What follows belongs to an exercise in optimizing a design on an open flow for small area, a short achievable clock period and few clock cycles; a production flow would make more cautious choices. In this exercise RTL edits were held to simulation tests only and were not proved equivalent to the original.

--- flow/flow/run.sh ---
#!/bin/bash
set -euo pipefail
bash standard.sh \
  BUFFER_PORTS_ARGS="-buffer_cell sky130_fd_sc_hd__buf_2" \
  SETUP_SLACK_MARGIN=22.8 \
  finish > flow_layout.log 2>&1
--- flow/standard.sh ---
#!/bin/bash
# synth_recipe.tcl (not shown) runs the flow's synth.tcl, then flattens the netlist and writes it again
# the make line also repeats each setting of config.mk as NAME=value (left out here)
make -C /OpenROAD-flow-scripts/flow DESIGN_CONFIG=/design/flow/config.mk WORK_HOME=/design/flow/orfs CLKGATE_MAP_FILE= SYNTH_SCRIPT=/design/flow/synth_recipe.tcl "${@:-finish}"
--- flow/config.mk ---
export PLATFORM = sky130hd
export DESIGN_NAME = lve_modarith
export DESIGN_NICKNAME = lve_modarith
export VERILOG_FILES = /design/flow/design.v
export SDC_FILE = /design/flow/constraint.sdc
export NUM_CORES = 4
export LEC_CHECK = 0
export CAP_MARGIN = 20
export CORE_MARGIN = 2
export CORE_UTILIZATION = 55
export CTS_CLUSTER_DIAMETER = 100
export CTS_CLUSTER_SIZE = 24
export SLEW_MARGIN = 20
--- flow/constraint.sdc ---
create_clock -name core_clock -period 30.0 [get_ports {clk}]
set_input_delay 6.0000 -clock core_clock [delete_from_list [all_inputs] [get_ports {clk}]]
set_output_delay 6.0000 -clock core_clock [all_outputs]
set_load 0.01 [all_outputs]
--- flow/design.v ---
module lve_fold23 #(parameter integer W = 32, parameter integer OW = 24) (
    input  wire [W-1:0]  x,
    output wire [OW-1:0] r
);
    wire [W-24:0] h = x[W-1:23];
    assign r = {{(OW-23){1'b0}}, x[22:0]} + ({{OW{1'b0}}, h} << 13) - {{OW{1'b0}}, h};
endmodule
module lve_csub #(parameter integer W = 24, parameter [W-1:0] Q = 8380417) (
    input  wire [W-1:0] x,
    output wire [W-1:0] r
);
    wire [W:0] d = {1'b0, x} - {1'b0, Q};
    assign r = d[W] ? x : d[W-1:0];
endmodule
module lve_redks (
    input  wire [15:0] x,
    output wire [11:0] r
);
    localparam [383:0] TH = {12'd237, 12'd1518, 12'd2799, 12'd751, 12'd2032, 12'd3313, 12'd1265, 12'd2546, 12'd498, 12'd1779, 12'd3060, 12'd1012, 12'd2293, 12'd245, 12'd1526, 12'd2807, 12'd759, 12'd2040, 12'd3321, 12'd1273, 12'd2554, 12'd506, 12'd1787, 12'd3068, 12'd1020, 12'd2301, 12'd253, 12'd1534, 12'd2815, 12'd767, 12'd2048, 12'd0};
    wire [11:0] th = TH[x[15:11] * 12 +: 12];
    wire [12:0] t = {2'b0, x[10:0]} + {1'b0, th};
    wire [13:0] d = {1'b0, t} - 14'd3329;
    assign r = d[13] ? t[11:0] : d[11:0];
endmodule
module lve_redk12 (
    input  wire [15:0] x,
    output wire [11:0] r
);
    localparam [191:0] TH = {12'd1518, 12'd751, 12'd3313, 12'd2546, 12'd1779, 12'd1012, 12'd245, 12'd2807, 12'd2040, 12'd1273, 12'd506, 12'd3068, 12'd2301, 12'd1534, 12'd767, 12'd0};
    wire [11:0] th = TH[x[15:12] * 12 +: 12];
    wire [12:0] t = {1'b0, x[11:0]} + {1'b0, th};
    wire [12:0] d = t - 13'd3329;
    assign r = t[12] ? d[11:0] : t[11:0];
endmodule
module lve_montk (
    input  wire [26:0] x,
    output wire [12:0] r
);
    wire [19:0] x1 = {1'b0, x[26:8]} + 20'd3329 - {8'd0, x[7:0], 3'd0} - {10'd0, x[7:0], 2'd0} - {12'd0, x[7:0]};
    wire [13:0] x2 = {2'd0, x1[19:8]} + 14'd3329 - {3'd0, x1[7:0], 3'd0} - {4'd0, x1[7:0], 2'd0} - {6'd0, x1[7:0]};
    assign r = x2[12:0];
endmodule
module lve_csa3 #(parameter integer W = 37) (
    input  wire [W-1:0] x, y, z,
    output wire [W-1:0] s, c
);
    assign s = x ^ y ^ z;
    assign c = {(x[W-2:0] & y[W-2:0]) | (x[W-2:0] & z[W-2:0]) | (y[W-2:0] & z[W-2:0]), 1'b0};
endmodule
module lve_modarith (
    input  wire        clk,
    input  wire        rst,         
    input  wire        in_valid,
    output wire        in_ready,
    input  wire [3:0]  in_op,
    input  wire        in_qsel,     
    input  wire [3:0]  in_imm,
    input  wire [31:0] in_a,
    input  wire [31:0] in_b,
    input  wire [31:0] in_w,
    output wire        out_valid,
    output wire [31:0] out_r0,
    output wire [31:0] out_r1
);
    localparam [3:0] OP_MADD = 4'd0, OP_MSUB = 4'd1, OP_MNEG = 4'd2, OP_MRED = 4'd3,
                     OP_MMONT = 4'd4, OP_MBAR = 4'd5, OP_TOMONT = 4'd6,
                     OP_CMPR = 4'd7, OP_DCMPR = 4'd8, OP_P2R = 4'd9, OP_DECOMP = 4'd10,
                     OP_CT = 4'd11, OP_GS = 4'd12, OP_BMUL = 4'd13;
    localparam [24:0] QD = 25'd8380417;
    localparam [24:0] QK = 25'd3329;
    assign in_ready = 1'b1;
    reg [6:0] vld;
    always @(posedge clk) begin
        if (rst) vld <= 7'd0;
        else     vld <= {vld[5:0], in_valid};
    end
    assign out_valid = vld[6];
    reg [3:0]  op0;
    reg        qs0;
    reg [3:0]  imm0;
    reg [31:0] a0, b0, w0;
    always @(posedge clk) begin
        op0 <= in_op; qs0 <= in_qsel; imm0 <= in_imm;
        a0 <= in_a; b0 <= in_b; w0 <= in_w;
    end
    wire [23:0] ap, bp, wp, ard, brd;
    lve_fold23 u_fa (.x(a0), .r(ap));
    lve_fold23 u_fb (.x(b0), .r(bp));
    lve_fold23 u_fw (.x(w0), .r(wp));
    lve_csub u_ca (.x(ap), .r(ard));
    lve_csub u_cb (.x(bp), .r(brd));
    wire        s_neg = (op0 == OP_MNEG);
    wire        s_sub = (op0 != OP_MADD);
    wire [24:0] sa = s_neg ? 25'd0 : {1'b0, ap};
    wire [24:0] sb = ({1'b0, s_neg ? ap : bp}) ^ {25{s_sub}};
    wire [24:0] sx = sa + sb + {24'd0, s_sub} + (s_sub ? 25'd16760834 : 25'd0);
    wire [11:0] akr, bkr, wkr, a1r, b1r;
    lve_redks u_ka0 (.x(a0[15:0]),  .r(akr));
    lve_redks u_kb0 (.x(b0[15:0]),  .r(bkr));
    lve_redk12 u_kw  (.x(w0[15:0]),  .r(wkr));
    lve_redk12 u_ka1 (.x(a0[31:16]), .r(a1r));
    lve_redk12 u_kb1 (.x(b0[31:16]), .r(b1r));
    wire [12:0] kad = {1'b0, akr} + {1'b0, bkr};
    wire [12:0] kas = {1'b0, akr} + {1'b0, bkr} - 13'd3329;
    wire [11:0] kadd = kas[12] ? kad[11:0] : kas[11:0];
    wire [12:0] ksd = {1'b0, akr} - {1'b0, bkr};
    wire [12:0] kss = {1'b0, akr} - {1'b0, bkr} + 13'd3329;
    wire [11:0] ksub = ksd[12] ? kss[11:0] : ksd[11:0];
    wire [11:0] kneg = 12'd3329 - akr;
    wire [3:0]  dsh  = 4'd12 - imm0;
    wire [11:0] dcy  = a0[11:0] << dsh;                        
    reg [24:0] x1;
    reg [23:0] y1, u1;
    reg [26:0] v1;
    always @(*) begin
        u1 = qs0 ? ard : {12'd0, akr};
        v1 = qs0 ? {3'd0, brd} : {15'd0, bkr};
        if (qs0) begin
            x1 = {1'b0, ap};
            y1 = bp;
            case (op0)
                OP_MADD, OP_MSUB, OP_MNEG: begin x1 = sx; y1 = 24'd4193792; end
                OP_MRED:   y1 = 24'd4193792;                   
                OP_TOMONT: y1 = 24'd2365951;                   
                OP_DECOMP: begin x1 = {1'b0, ard}; y1 = imm0[0] ? 24'd1049601 : 24'd2886403; end
                OP_CT:     begin x1 = {1'b0, bp}; y1 = wp; end
                OP_GS:     begin x1 = sx; y1 = wp; end
                default:   ;
            endcase
        end else begin
            x1 = {13'd0, akr};
            y1 = {12'd0, bkr};
            case (op0)
                OP_MADD:   begin x1 = {13'd0, kadd}; y1 = 24'd2285; end
                OP_MSUB:   begin x1 = {13'd0, ksub}; y1 = 24'd2285; end
                OP_MNEG:   begin x1 = {13'd0, kneg}; y1 = 24'd2285; end
                OP_MRED:   y1 = 24'd2285;                      
                OP_MBAR:   u1 = 24'd1353;                      
                OP_TOMONT: y1 = 24'd1353;                      
                OP_CMPR:   y1 = 24'd10321339;
                OP_DCMPR:  begin x1 = {13'd0, dcy}; y1 = 24'd3329; end
                OP_CT:     begin x1 = {13'd0, bkr}; y1 = {12'd0, wkr}; end
                OP_GS:     begin x1 = {13'd0, ksub}; y1 = {12'd0, wkr}; end
                OP_BMUL:   begin x1 = {1'b0, akr, a1r}; y1 = {bkr, b1r}; v1 = w0[15:0] * 11'd1353; end
                default:   ;
            endcase
        end
    end
    reg [24:0] x2r;
    reg [23:0] y2r, u2r;
    reg [26:0] v2r;
    reg [3:0]  op1, imm1;
    reg        qs1;
    always @(posedge clk) begin
        x2r <= x1; y2r <= y1; u2r <= u1; v2r <= v1;
        op1 <= op0; qs1 <= qs0; imm1 <= imm0;
    end
    wire [23:0] p00 = x2r[11:0] * y2r[11:0];
    wire [25:0] pc  = x2r[11:0] * y2r[23:12] + x2r[24:12] * y2r[11:0];
    wire [24:0] p11 = x2r[24:12] * y2r[23:12];
    wire [12:0] gm;
    lve_montk u_mg (.x(v2r), .r(gm));                          
    reg [23:0] p00_3;
    reg [25:0] pc_3;
    reg [24:0] p11_3, u3r;
    reg [3:0]  op2, imm2;
    reg        qs2, dec2;
    always @(posedge clk) begin
        p00_3 <= p00; pc_3 <= pc; p11_3 <= p11;
        case (op1)
            OP_GS:   u3r <= {1'b0, u2r} + {1'b0, v2r[23:0]};   
            OP_BMUL: u3r <= {12'd0, gm};
            default: u3r <= {1'b0, u2r};
        endcase
        op2 <= op1; qs2 <= qs1; imm2 <= imm1;
        dec2 <= (op1 == OP_DECOMP);
    end
    wire [12:0] pl13 = {p00_3[12] ^ pc_3[0], p00_3[11:0]};
    wire [1:0]  c13  = {1'b0, p00_3[12]} + {1'b0, pc_3[0]};
    wire [36:0] o1 = {26'd0, p00_3[23:13]};
    wire [36:0] o2 = {12'd0, pc_3[25:1]};
    wire [36:0] o3 = 37'd0;
    wire [36:0] o4 = {1'b0, p11_3, 11'd0};
    wire [36:0] o5 = {24'd0, pl13};
    wire [36:0] o6 = {14'd0, ~pl13, 10'd0};                    
    wire [36:0] o7 = 37'd8373250 + {36'd0, c13[1]};            
    wire [36:0] s1a, c1a, s1b, c1b, s2a, c2a, s2b, c2b, ds, dc;
    lve_csa3 u_d1 (.x(o1), .y(o2), .z(o3), .s(s1a), .c(c1a));
    lve_csa3 u_d2 (.x(o4), .y(o5), .z(o6), .s(s1b), .c(c1b));
    lve_csa3 u_d3 (.x(s1a), .y(c1a), .z(s1b), .s(s2a), .c(c2a));
    lve_csa3 u_d4 (.x(c1b), .y(o7), .z(s2a), .s(s2b), .c(c2b));
    lve_csa3 u_d5 (.x(s2b), .y(c2b), .z(c2a), .s(ds), .c(dc));
    wire [13:0] dlo = {1'b0, ds[12:0]} + {1'b0, dc[12:0]};
    wire [12:0] mk1;
    lve_montk u_mk1 (.x({3'd0, p00_3}), .r(mk1));
    wire [8:0]  cl8 = {1'b0, pc_3[7:0]};
    wire [19:0] cx1 = {2'd0, pc_3[25:8]} +
                      20'd3329 - {9'd0, cl8[7:0], 3'd0} - {10'd0, cl8[7:0], 2'd0} - {12'd0, cl8[7:0]};
    wire [36:0] dcc = imm2[0] ? 37'd67108736 : 37'd67108258;
    wire [36:0] pm  = {25'd0, p00_3[23:12]} + {11'd0, pc_3} + {p11_3, 12'd0} +
                      (dec2 ? dcc : 37'd0);
    wire [6:0]  dq  = pm[33:27];
    wire [5:0]  dqr = (dq == (imm2[0] ? 7'd16 : 7'd44)) ? 6'd0 : dq[5:0];
    wire [12:0] cz   = pm[22:10];
    wire [3:0]  csh  = 4'd12 - imm2;
    wire [12:0] czs  = cz >> csh;
    wire [12:0] czr  = czs + 13'd1;
    wire [11:0] cmsk = ~(12'hfff << imm2);
    wire [11:0] cmpr = czr[12:1] & cmsk;
    wire [11:0] dcmpr = pm[11:0] + {11'd0, p00_3[11]};
    reg [47:0] d4;
    reg [13:0] dlo4;
    reg [12:0] k4;
    reg [24:0] u4r;
    reg [3:0]  op3, imm3;
    reg        qs3;
    always @(posedge clk) begin
        d4 <= {ds[36:13], dc[36:13]};
        dlo4 <= dlo;
        case (op2)
            OP_MBAR:   d4 <= qs2 ? {pm[35:0], p00_3[11:0]} : 48'd0;
            OP_DECOMP: d4 <= {42'd0, dqr};
            OP_CMPR:   d4 <= {36'd0, cmpr};
            OP_DCMPR:  d4 <= {36'd0, dcmpr};
            OP_BMUL:   d4 <= {3'd0, cx1, p11_3};               
            default:   ;
        endcase
        k4  <= mk1;
        u4r <= u3r;
        op3 <= op2; qs3 <= qs2; imm3 <= imm2;
    end
    wire [24:0] dm2 = {1'b0, d4[47:24]} + {1'b0, d4[23:0]} + {24'd0, dlo4[13]} +
                      QD - {2'd0, dlo4[12:0], 10'd0} + {12'd0, dlo4[12:0]};
    wire [26:0] df2 = {4'd0, d4[22:0]} + {4'd0, d4[32:23], 13'd0} + {1'b0, d4[45:33], 13'd0} -
                      {14'd0, d4[45:33]} - {4'd0, d4[45:23]} + d4[47:46] * 16'd49145 + 27'd16760834;
    wire [25:0] sg  = k4 * u4r[12:0] + {2'd0, d4[23:0]};
    wire [19:0] cx1r = d4[44:25];
    wire [13:0] cx2 = {2'd0, cx1r[19:8]} + 14'd3329 - {3'd0, cx1r[7:0], 3'd0} - {4'd0, cx1r[7:0], 2'd0} - {6'd0, cx1r[7:0]};
    wire [9:0]  p2h = ({1'b0, u4r[22:0]} + 24'd4095) >> 13;
    wire [23:0] dal = imm3[0] ? {d4[5:0], 9'd0} * 10'd1023 : {d4[5:0], 11'd0} * 7'd93;
    reg [38:0] e5;
    reg [24:0] u5r;
    reg [3:0]  op4;
    reg        qs4, kf4, gs4, fd4;
    always @(posedge clk) begin
        e5 <= {14'd0, dm2};
        if (!qs3) e5 <= {26'd0, k4};
        case (op3)
            OP_MBAR:   e5 <= qs3 ? {12'd0, df2} : {13'd0, sg};
            OP_CMPR, OP_DCMPR: e5 <= {27'd0, d4[11:0]};
            OP_P2R:    e5 <= {3'd0, p2h, 3'd0, p2h, 13'd0};
            OP_DECOMP: e5 <= {7'd0, d4[5:0], 2'd0, dal};
            OP_BMUL:   e5 <= {cx2[12:0], sg};
            default:   ;
        endcase
        u5r <= u4r;
        op4 <= op3; qs4 <= qs3;
        kf4 <= (op3 == OP_BMUL) || (op3 == OP_MBAR && !qs3);   
        fd4 <= (op3 == OP_MBAR) && qs3;                        
        gs4 <= (op3 == OP_GS);
    end
    wire [23:0] dm3 = {5'd0, e5[24:6]} + QD[23:0] - {1'b0, e5[5:0], 17'd0} + {11'd0, e5[5:0], 7'd0};
    wire [23:0] df3;
    lve_fold23 #(.W(27), .OW(24)) u_f3 (.x(e5[26:0]), .r(df3));
    wire [23:0] d3r;
    lve_csub u_c3 (.x(fd4 ? df3 : dm3), .r(d3r));
    wire [12:0] mk3;
    lve_montk u_mk3 (.x({1'b0, e5[25:0]}), .r(mk3));
    wire [12:0] k5r, b5r;
    lve_csub #(.W(13), .Q(13'd3329)) u_c5 (.x(e5[12:0]), .r(k5r));
    lve_csub #(.W(13), .Q(13'd3329)) u_c6 (.x(e5[38:26]), .r(b5r));
    wire [23:0] t5 = qs4 ? d3r : {11'd0, k5r};                 
    reg [23:0] t6, u6r, v6;
    reg        qs6, r0a6, r1s6, r1v6;
    always @(posedge clk) begin
        u6r <= kf4 ? 25'd0 : u5r;
        t6  <= gs4 ? 24'd0 : kf4 ? {11'd0, mk3} : (op4 == OP_P2R || op4 == OP_DECOMP) ? e5[23:0] : t5;
        v6  <= t5;
        case (op4)
            OP_CMPR, OP_DCMPR: v6 <= {12'd0, e5[11:0]};
            OP_P2R, OP_DECOMP: v6 <= {14'd0, e5[35:26]};
            OP_BMUL:   v6 <= {11'd0, b5r};
            default:   ;
        endcase
        qs6  <= qs4;
        r0a6 <= kf4 || (op4 == OP_CT) || gs4;
        r1s6 <= (op4 == OP_CT) || (op4 == OP_P2R) || (op4 == OP_DECOMP);
        r1v6 <= gs4 || (op4 == OP_BMUL);
    end
    wire [24:0] q6   = qs6 ? QD : QK;
    wire [25:0] sum  = {2'b0, u6r} + {2'b0, t6};
    wire [25:0] sumq = {2'b0, u6r} + {2'b0, t6} - {1'b0, q6};
    wire [22:0] radd = sumq[25] ? sum[22:0] : sumq[22:0];
    wire [25:0] dif  = {2'b0, u6r} - {2'd0, t6};
    wire [25:0] difq = {2'b0, u6r} - {2'd0, t6} + {1'b0, q6};
    wire [22:0] rsub = dif[25] ? difq[22:0] : dif[22:0];
    wire [22:0] r0n  = r0a6 ? radd : v6[22:0];
    wire [22:0] r1n  = r1s6 ? rsub : r1v6 ? v6[22:0] : 23'd0;
    reg [22:0] r0o, r1o;
    always @(posedge clk) begin
        r0o <= r0n;
        r1o <= r1n;
    end
    assign out_r0 = {9'd0, r0o};
    assign out_r1 = {9'd0, r1o};
endmodule
==> notes.md, run 1 <==
- Run status: timing/DRC/antenna clean
- Post-synth EDFFs: 0
- Critical path capture point type: primary output
- Gate Count Post-Synth: 10907
- Ys async rst share: 0
- CTS tree: built
- Drc violations: 0
- TritonRoute pass-1 iters: 7
- Setup TNS: 0 ps
- Crit share post-route: 0.2406
- Std cell rows: ~150
- First-pass GRT wire length: ~460 mm
- Gpl congestion: slightly above 1
- Fin crit period: around 7200 ps
- Distinct cells, synth: 122
- Pin count of the biggest net entering global routing: between 60 and 70
- Critical-path top delay cell: dfxtp_4
- WP buf/inv: 1
- CTS Buffer Depth: 3
- Total die area: about 170000 um2
- Critical Path, Cell by Cell: buf_6
- I/O pin total: around 170
- WL/cell: 22.88 um
- Family with the most delay on the worst path: flip-flops
- Synthesis-stage register bit count: 627
- Required time of the worst setup path: approximately 24000 ps
- Crit start category: flip-flop
- Mapped Area: 91470 um2
- Die W: slightly above 400 um
- Fmax achieved: between 100 and 150 MHz
- Hpwl dp: about 250 mm
- Number of global-route vias before repair: between 70000 and 80000
- Initial antenna violation count: 14
- Share of cells above drive strength 1: 0.07565
- Fin nets: 13318
- Clock transition at path regs: ~90 ps
- Gr busiest metal: met2
- Most common flop cell mapped by yosys: dfxtp_1
- Max_cap viols: 0
- Hold Vio Cnt, Final: 0
- Routing usage on met3: 0.04815
- CTS Hold Bufs: 0
- TritonCTS Buffers: 43
- Seq/Total Area, Yosys: 0.1372
- Vias/cell: a little under 6
- Syn-to-layout area delta: 7.185%
- Avg Inst Size Synth: about 8.4 um2
- Met2 usage: 0.5763
- Syn. warnings: 1
- Met1 usage: 0.4548
- CP Max Fanout: 1
- Core area: between 150000 and 200000 um2
- Clock sinks: around 630
- Die Ht: slightly above 400 um
- Final setup viols: 0
- Port bufs: 154
- CTS Root Cell: clkbuf_16
- CP Class: flip-flop to primary output
- DRT iter0 DRCs: 6548
- Tot GR Track Use: 0.3525
- WL final: ~300 mm
- Slowest stage delay, CP: ~390 ps
- Slew Viols, Final: 0
- GRT overflow: 0
- Skew-Pair Late Insertion Delay: approximately 720 ps
- Worst min path class: flip-flop to flip-flop
- Hold Slack: 328.7 ps
- Via count: approximately 77000
- Starting density of the core: 0.5544
- RSZ-0062 raised after global routing: yes
- Slew @ Worst Pin: 1181 ps
- Skew final: approximately 36 ps
- Slew headroom: 0.2101
- DRT antenna net count: 0
- H-tree depth: 2
- CP arrival: 1220 ps
## cells by family after synthesis
logic type      synth area share
flops                     0.1372
xor+xnor                 0.07276
compound gates            0.1577
mux                      0.01513
simple gates              0.1402
buf+inv                  0.09299
other cells           0.00008210
fa+ha+maj                 0.3839
## Yosys cell counts (all sizes together), types with 26 or more instances
| cell type | count | area (um2) |
|---|---|---|
| inv | 1876 | 7049 |
| ha | 1331 | 16650 |
| nand2 | 1030 | 3866 |
| fa | 921 | 18440 |
| dfxtp | 627 | 12550 |
| a21oi | 609 | 3059 |
| nor2 | 559 | 2101 |
| xnor2 | 545 | 4800 |
| o21ai | 502 | 2531 |
| clkbuf | 321 | 1205 |
| and2 | 320 | 2002 |
| xor2 | 211 | 1856 |
| nor3 | 152 | 819.5 |
| nand3 | 149 | 760.7 |
| o21bai | 135 | 1013 |
| a21o | 127 | 953.4 |
| nor2b | 109 | 681.9 |
| mux2i | 82 | 820.8 |
| nand2b | 79 | 494.2 |
| a31oi | 77 | 481.7 |
| a211oi | 76 | 585.6 |
| o211ai | 73 | 590.6 |
| and3 | 59 | 369.1 |
| or3 | 56 | 355.3 |
| o22ai | 54 | 337.8 |
| o21a | 51 | 384.1 |
| a22oi | 49 | 377.9 |
| a221oi | 43 | 376.6 |
| buf | 41 | 240.2 |
| nand4 | 40 | 250.2 |
| o31ai | 40 | 310.3 |
| a21boi | 39 | 292.8 |
| o221ai | 39 | 354.1 |
| or2 | 35 | 221.5 |
| a22o | 32 | 289.0 |
| nor4 | 29 | 187.7 |
| mux2 | 26 | 292.8 |
## worst register-to-register path: cells and delay by family (launching register included)
kind	cells	cell delay (ps)
AND/OR/NAND/NOR	9	2260
AO/OA/AOI/OAI	6	1960
adder cells (fa/ha/maj)	3	930
XOR/XNOR	2	890
flip-flops	1	550
buffers and inverters	3	290
## worst paths after layout
kind / start / end / slack [ps] / cells after the start
hold reg to reg: u3r[2] / u4r[2] / 330 / 0
hold / removal: u3r[2] / u4r[2] / 330 / 0
setup reg to reg: a0[0] / x2r[19] / 22960 / 23
setup / recovery: r0o[20] / out_r0[20] / 22780 / 1
## sequential cells by signal (all words and copies together) (netlist names), 7 cells and up
name and count:
a0 32, b0 32, d4 48, dlo4 14
e5 39, k4 13, p00_3 24, p11_3 25
pc_3 26, r0o 23, r1o 23, t6 24
u2r 24, u3r 24, u4r 24, u5r 24
u6r 24, v2r 27, v6 23, vld 7
w0 32, x2r 25, y2r 24
## repair_timing
item / in CTS / in global routing
buffers inserted: 29 / 47
gates cloned: 0 / 2
pin swaps: 17 / 45
gates resized for setup: 192 / 187
setup endpoints to repair: 62 / 61
## cell usage in the layout, fill, tap and decap left out, types with 59 or more instances in the layout
| cell | synthesis | layout |
|---|---|---|
| nor2_1 | 558 | 548 |
| o21bai_1 | 135 | 133 |
| nand3_1 | 146 | 142 |
| mux2i_1 | 82 | 80 |
| nor3_1 | 144 | 138 |
| a211oi_1 | 73 | 66 |
| xnor2_1 | 543 | 528 |
| o211ai_1 | 68 | 68 |
| nand2_1 | 1030 | 1027 |
| nor2b_1 | 109 | 106 |
| xor2_1 | 210 | 201 |
| buf_2 | 6 | 127 |
| nand2b_1 | 79 | 78 |
| a31oi_1 | 77 | 73 |
| a21o_1 | 127 | 127 |
| dfxtp_1 | 627 | 544 |
| fa_1 | 921 | 919 |
| and2_1 | 317 | 315 |
| a21oi_1 | 606 | 583 |
| inv_1 | 1869 | 1856 |
| and3_1 | 59 | 59 |
| buf_4 | 19 | 181 |
| ha_1 | 1331 | 1318 |
| o21ai_0 | 478 | 469 |
## stage by stage
step	util	instance area (um2)	std cells	setup slack, ps
6_report	0.5943	98050	13175	22780
5_1_grt	0.5942	98040	13174	22720
4_1_cts	0.5873	96900	13125	22740
3_5_place_dp	0.5730	94530	13024	21320
3_3_place_gp	0.5730	94530	13024	21460
2_1_floorplan	-	91540	10924	22900
## cell type report
cell class | count | area, um2
timing repair buffer | 350 | 2516
sequential | 627 | 12730
tap | 2189 | 2739
timing repair inverter | 1 | 5.005
clock inverter | 27 | 384.1
fill | 15135 | 66940
antenna | 1 | 2.502
inverter | 1879 | 7098
clock buffer | 45 | 1094
multi-input combinational | 8056 | 71480
## layer usage
metal  part of all wire  vias up
met4              0.060        8
met2               0.46     2923
met1               0.41    37705
met5            0.00015        -
li1                   -    36083
met3              0.070      719
Testbench counts, summed over its fixed seeds: cycles 16,056.
==> inputs of run 2 (changes only) <==
--- a/flow/config.mk
+++ b/flow/config.mk
@@ -9,3 +9,3 @@
 export CORE_MARGIN = 2
-export CORE_UTILIZATION = 55
+export CORE_UTILIZATION = 60
 export CTS_CLUSTER_DIAMETER = 100
==> run 2 against run 1 <==
Against the previous run: synthesized cell count unchanged; first-iteration DRC count fell by 2.1%; flip-flop and latch count unchanged; critical endpoint is now out_r1[20].
==> notes.md, run 2 <==
- Run status: timing/DRC/antenna clean
- Die W: 394.5 um (-4.2%)
- Worst path depth: 1 (unchanged)
- Leading cell type in the layout, fill and taps excluded: inv_1
- R2R cell count: 34 (+48%)
- Critical path capture point type: primary output
- Hold Slack: 329.4 ps (+0.7760 ps)
- Crit start category: flip-flop
- CTS Buffer Depth: 3 (unchanged)
- First-pass GRT wire length: 457.4 mm (+0.18%)
- CTS Root Cell: clkbuf_16
- Share of cells above drive strength 1: 0.07372 (-0.001928)
- R2R Setup Slk: 22940 ps (-20 ps)
- CP endpoint: out_r1[20]
- Syn-to-layout area delta: 6.804%
- Initial antenna violation count: 18 (+4)
- Fill count: 13171 (-13%)
- Fin crit period: 7149 ps (-68.60 ps)
- Skew-Pair Late Insertion Delay: 690 ps (-30 ps)
- Clock transition at path regs: 90 ps (about the same)
- Final setup viols: 0 (unchanged)
- Reg2Reg Capture Point: x2r[9]
- Wl on met1: 119.6 mm (-3.8%)
- Total die area: 155600 um2 (-8.3%)
- TritonRoute pass-1 iters: 6 (-1)
- Most common flop cell mapped by yosys: dfxtp_1
- Largest cells by area after synthesis: fa_1, ha_1, dfxtp_1
- Ys async rst share: 0 (unchanged)
- Starting density of the core: 0.6029 (+0.04847)
- Family with the most delay on the worst path: flip-flops
- CTS tree: built
- Avg Inst Size Synth: 8.387 um2 (unchanged)
- H-tree depth: 2 (unchanged)
- Register Area: 12700 um2 (-0.24%)
- CP arrival: 1150 ps (-70 ps)
- Gpl congestion: 1.037 (+2.3%)
- Commonest cells after routing, fill and taps aside: inv_1, ha_1, nand2_1
- WL final: 300.1 mm (-0.46%)
- Fin nets: 13335 (+0.13%)
- Crit share post-route: 0.2383 (-0.002287)
- Synth top cells by count: inv_1, ha_1, nand2_1, fa_1, dfxtp_1
- Worst min path class: flip-flop to flip-flop
- Drc violations: 0 (unchanged)
- CP Launch Point: r1o[20]
- WL/cell: 23.03 um (+0.63%)
- Std cell rows: 143 (-4.0%)
- I/O pin total: 174 (unchanged)
- Via count: 78471 (+1.3%)
- CP Class: flip-flop to primary output
- Routed met3 length: 23.94 mm (+13%)
- Distinct cells, synth: 122 (unchanged)
- FF-to-FF Start: a0[11]
- Hold Crit Depth: 0 (unchanged)
- Skew final: 46.39 ps (+10.89 ps)
- Slew @ Worst Pin: 1218 ps (+37.11 ps)
- GRT overflow: 0 (unchanged)
- Core area: 151700 um2 (-8.0%)
- Vias/cell: 6.021 (+2.4%)
- Port bufs: 154 (unchanged)
- Slew Viols, Final: 0 (unchanged)
- Cell taking the most area after synthesis: fa_1
- Core Util, Final: 0.6439 (+0.04965)
- CP Max Fanout: 1 (unchanged)
- Critical-path top delay cell: dfxtp_1
- Synthesis-stage register bit count: 627 (unchanged)
- WP buf/inv: 1 (unchanged)
- Number of global-route vias before repair: 78691 (+2.7%)
- DR top layer: met5
- Pin count of the biggest net entering global routing: 70 (+15%)
- Slew headroom: 0.1850 (-0.02512)
- Count leader, synth: inv_1
- Max_cap viols: 0 (unchanged)
- Required time of the worst setup path: 24000 ps (about the same)
- Seq/Total Area, Yosys: 0.1372 (unchanged)
- RSZ-0062 raised after global routing: yes
- Fmax achieved: 139.9 MHz (+0.96%)
- Clock sinks: 627 (unchanged)
- Biggest regs: d4 (48), e5 (39)
- Max reg flops: 48 (unchanged)
- TritonCTS Buffers: 41 (-4.7%)
- Critical Path, Cell by Cell: buf_2
- Post-synth EDFFs: 0 (unchanged)
- Hpwl dp: 245.9 mm (-0.99%)
- Syn. warnings: 1 (unchanged)
- Tot GR Track Use: 0.3801 (+0.02767)
- Biggest register: d4
- Hold Vio Cnt, Final: 0 (unchanged)
- DRT antenna net count: 0 (unchanged)
- DRT iter0 DRCs: 6413 (-2.1%)
- WL met2: 134.5 mm (-2.5%)
- Gate Count Post-Synth: 10907 (unchanged)
- Mapped Area: 91470 um2 (unchanged)
- Slowest stage delay, CP: 310 ps (-80 ps)
- Setup TNS: 0 ps (unchanged)
- Area of the multi-input gates: 71460 um2 (about the same)
- Die Ht: 394.5 um (-4.2%)
- Top-area cell type share of the netlist area: 0.2016 (unchanged)
run 2: cell counts after synthesis:
No cell type changed its count.
run 2: final cells by class:
type	count	share of cell area
Tap cell	2030	0.02600
Clock buffer	45	0.01076
Clock inverter	24	0.003586
Timing Repair Buffer	370	0.02546
Antenna cell	1	0.00002561
Inverter	1879	0.07269
Multi-Input combinational cell	8056	0.7315
Sequential cell	627	0.1300
run 2: cells by family after synthesis:
kind of cell | count (synthesis) | synth area share
other cells | 2 | 0.00008210
flops | 627 | 0.1372
simple gates | 2706 | 0.1402
fa+ha+maj | 2254 | 0.3839
mux | 120 | 0.01513
compound gates | 2201 | 0.1577
xor+xnor | 756 | 0.07276
buf+inv | 2241 | 0.09299
run 2: timing repair:
| action | CTS | global route |
|---|---|---|
| pin swaps | 20 | 40 |
| resized for setup | 123 | 176 |
| hold buffers | 0 | 0 |
| setup buffers | 33 | 59 |
| endpoints found under the setup margin | 29 | 51 |
run 2: metrics by stage:
stage               setup WS, ps  instances  cell area [um2]
finish                     22850      13032            97700
global route               22730      13031            97690
CTS                        22800      12970            96500
detailed placement         21380      12868            94370
global placement           21560      12868            94360
floorplan                  22900      10924            91540
run 2: routing by layer:
layer | up-vias | GRT usage
met5 | - | 0
met4 | 16 | 0.2287
met3 | 888 | 0.05896
met2 | 3478 | 0.6093
met1 | 37943 | 0.4848
li1 | 36146 | -
run 2: worst min path at each step:
stage	from	to	slack, ps
after CTS	u3r[2]	u4r[2]	330
after global placement	u3r[3]	u4r[3]	310
after detailed placement	imm1[0]	imm2[0]	310
after floorplan	imm1[0]	imm2[0]	310
after global routing	u3r[12]	u4r[12]	340
final	u3r[2]	u4r[2]	330
==> inputs of run 3 (changes only) <==
--- a/flow/config.mk
+++ b/flow/config.mk
@@ -9,3 +9,3 @@
 export CORE_MARGIN = 2
-export CORE_UTILIZATION = 60
+export CORE_UTILIZATION = 65
 export CTS_CLUSTER_DIAMETER = 100
==> run 3 against run 2 <==
Against the previous run: synthesized cell count unchanged; fmax fell by 0.36%; critical endpoint is now out_r1[22]; critical path type unchanged; first-iteration DRC count up 27%; largest cell class unchanged; clock skew grew 17 ps; cell area down 0.16%.
==> notes.md, run 3 <==
- Hold Slack: 327.6 ps (-1.872 ps)
- Core area: 139500 um2 (-8.0%)
- Fmax achieved: 139.4 MHz (-0.36%)
- RSZ-0062 raised after global routing: yes
- Avg Inst Size Synth: 8.387 um2 (unchanged)
- Run status: timing/DRC/antenna clean
- WL final: 308.7 mm (+2.9%)
- Pin count of the biggest net entering global routing: 67 (-4.3%)
- Placed cell count: 12712 (-1.2%)
- Critical path capture point type: primary output
- Die Ht: 379.1 um (-3.9%)
- Fill count: 10813 (-18%)
- CP Max Fanout: 1 (unchanged)
- Slew @ Worst Pin: 1388 ps (+169.7 ps)
- Fin crit period: 7175 ps (+26.00 ps)
- Clock transition at path regs: 100 ps (about the same)
- Skew-Pair Late Insertion Delay: 700 ps (about the same)
- Crit start category: flip-flop
- Final setup viols: 0 (unchanged)
- Tot GR Track Use: 0.4259 (+0.04571)
- R2R cell count: 31 (-8.8%)
- Syn-to-layout area delta: 6.630%
- Required time of the worst setup path: 24000 ps (about the same)
- Crit share post-route: 0.2392 (+0.0008667)
- Gate Count Post-Synth: 10907 (unchanged)
- Syn. warnings: 1 (unchanged)
- Via count: 80248 (+2.3%)
- Hold Vio Cnt, Final: 0 (unchanged)
- TritonCTS Buffers: 40 (-2.4%)
- FF-to-FF Start: a0[11]
- Worst path depth: 1 (unchanged)
- TritonRoute pass-1 iters: 7 (+1)
- Max reg flops: 48 (unchanged)
- CTS tree: built
- Clock sinks: 627 (unchanged)
- Biggest register: d4
- Total die area: 143700 um2 (-7.6%)
- Gpl congestion: 1.067 (+2.9%)
- Synthesis-stage register bit count: 627 (unchanged)
- Biggest regs: d4 (48), e5 (39)
- Std cell rows: 137 (-4.2%)
- Initial antenna violation count: 12 (-6)
- Mapped Area: 91470 um2 (unchanged)
- Distinct cells, synth: 122 (unchanged)
- Starting density of the core: 0.6556 (+0.05269)
- Largest cells by area after synthesis: fa_1, ha_1, dfxtp_1
- First-pass GRT wire length: 465.5 mm (+1.8%)
- WP buf/inv: 1 (unchanged)
- Ys async rst share: 0 (unchanged)
- Leading cell type in the layout, fill and taps excluded: inv_1
- Core Util, Final: 0.6990 (+0.05513)
- CP endpoint: out_r1[22]
- Max_cap viols: 0 (unchanged)
- Port bufs: 154 (unchanged)
- Slowest stage delay, CP: 340 ps (+30 ps)
- CP Launch Point: r1o[22]
- Reg2Reg Capture Point: x2r[11]
- Family with the most delay on the worst path: flip-flops
- Post-synth EDFFs: 0 (unchanged)
- Worst min path class: flip-flop to flip-flop
- CTS Root Cell: clkbuf_16
- DRT antenna net count: 0 (unchanged)
- Slew Viols, Final: 0 (unchanged)
- Synth top cells by count: inv_1, ha_1, nand2_1, fa_1, dfxtp_1
- R2R Setup Slk: 23000 ps (+60 ps)
- GRT overflow: 0 (unchanged)
- Top-area cell type share of the netlist area: 0.2016 (unchanged)
- CP arrival: 1170 ps (+20 ps)
- Hold_sp: qs1
- Slew headroom: 0.07461 (-0.1104)
- Hpwl dp: 248.8 mm (+1.1%)
- Fin nets: 13326 (-0.067%)
- Commonest cells after routing, fill and taps aside: inv_1, ha_1, nand2_1
- Critical Path, Cell by Cell: buf_4
- Skew final: 63.11 ps (+16.72 ps)
- CTS Hold Bufs: 0 (unchanged)
- Setup TNS: 0 ps (unchanged)
- CP Class: flip-flop to primary output
- DRT iter0 DRCs: 8140 (+27%)
- Share of cells above drive strength 1: 0.07334 (-0.0003812)
- Cell taking the most area after synthesis: fa_1
- Vias/cell: 6.234 (+3.5%)
- H-tree depth: 2 (unchanged)
- Die W: 379.1 um (-3.9%)
- Non-Filler Instances: 12873 (-1.2%)
- Drc violations: 0 (unchanged)
- I/O pin total: 174 (unchanged)
- Count leader, synth: inv_1
- Critical-path top delay cell: dfxtp_1
- Number of global-route vias before repair: 80430 (+2.2%)
- CTS Buffer Depth: 3 (unchanged)
- Seq/Total Area, Yosys: 0.1372 (unchanged)
- Most common flop cell mapped by yosys: dfxtp_1
- WL/cell: 23.98 um (+4.1%)
## run 3: kinds of logic after synthesis
family / count (synthesis) / synth area share
simple gates: 2706 / 0.1402
fa+ha+maj: 2254 / 0.3839
buf+inv: 2241 / 0.09299
compound gates: 2201 / 0.1577
xor+xnor: 756 / 0.07276
flops: 627 / 0.1372
mux: 120 / 0.01513
other cells: 2 / 0.00008210
## run 3: final cells by class
type / count / area [um2] / area share
multi-input cells: 8056 / 71490 / 0.7330
inverters: 1879 / 7101 / 0.07280
repair buffers: 362 / 2494 / 0.02557
diodes: 7 / 17.52 / 0.0001796
clock buffers: 43 / 1033 / 0.01060
well taps: 1876 / 2347 / 0.02407
flip-flops and latches: 627 / 12700 / 0.1302
clock inverters: 23 / 351.6 / 0.003605
## run 3: worst min path at each step
stage | depth (start not counted) | slack, ps | to
3_3_place_gp | 0 | 310 | u4r[12]
4_1_cts | 0 | 330 | qs2
5_1_grt | 0 | 330 | qs2
2_1_floorplan | 0 | 310 | imm2[0]
3_5_place_dp | 0 | 310 | u4r[2]
6_report | 0 | 330 | qs2
## run 3: what timing repair did
action / CTS / global route
hold endpoints to repair: 0 / 0
setup endpoints to repair: 27 / 64
setup buffers: 29 / 58
gates cloned: 0 / 1
resized for setup: 132 / 206
pin swaps: 19 / 48
## run 3: routing by layer
layer | GRT usage | up-vias | wire (um)
met5 | 0 | - | 104
met4 | 0.2989 | 16 | 26800
met3 | 0.09542 | 1246 | 30180
met2 | 0.6676 | 4279 | 135100
met1 | 0.5196 | 38594 | 116500
li1 | - | 36113 | -
## run 3: per-stage QoR
step | setup slack, ps | instance area, um2
4_1_cts | 22800 | 96250
3_5_place_dp | 21290 | 94150
2_1_floorplan | 22900 | 91540
6_report | 22830 | 97540
5_1_grt | 22700 | 97520
3_3_place_gp | 21450 | 94150

-- afterwards: timing with drivers on the ports --
The flow's constraints put no driver on any port. The routed layouts listed below were extracted and timed again, unchanged, in two steps. Step 1: set_driving_cell puts a clkbuf_16 on clk and a buf_2 on each other input, an assumption about the parent block. Step 2 times the ports against the registers' clock, not the clock port: input delays grow and output delays shrink by t, the midpoint of the rising clock arrivals with the driver on. Slacks: no drivers / after step 1 / after step 2; pairs: no drivers / after step 1.
run	t (ns)	slack for setup (ns)	worst setup path at the end
run 1	0.787	22.782 / 22.698 / 22.964	register to register
run 2	0.756	22.851 / 22.761 / 22.945	register to register
run 3	0.762	22.825 / 22.736 / 22.997	register to register
After both steps setup and hold are still met in every run listed.
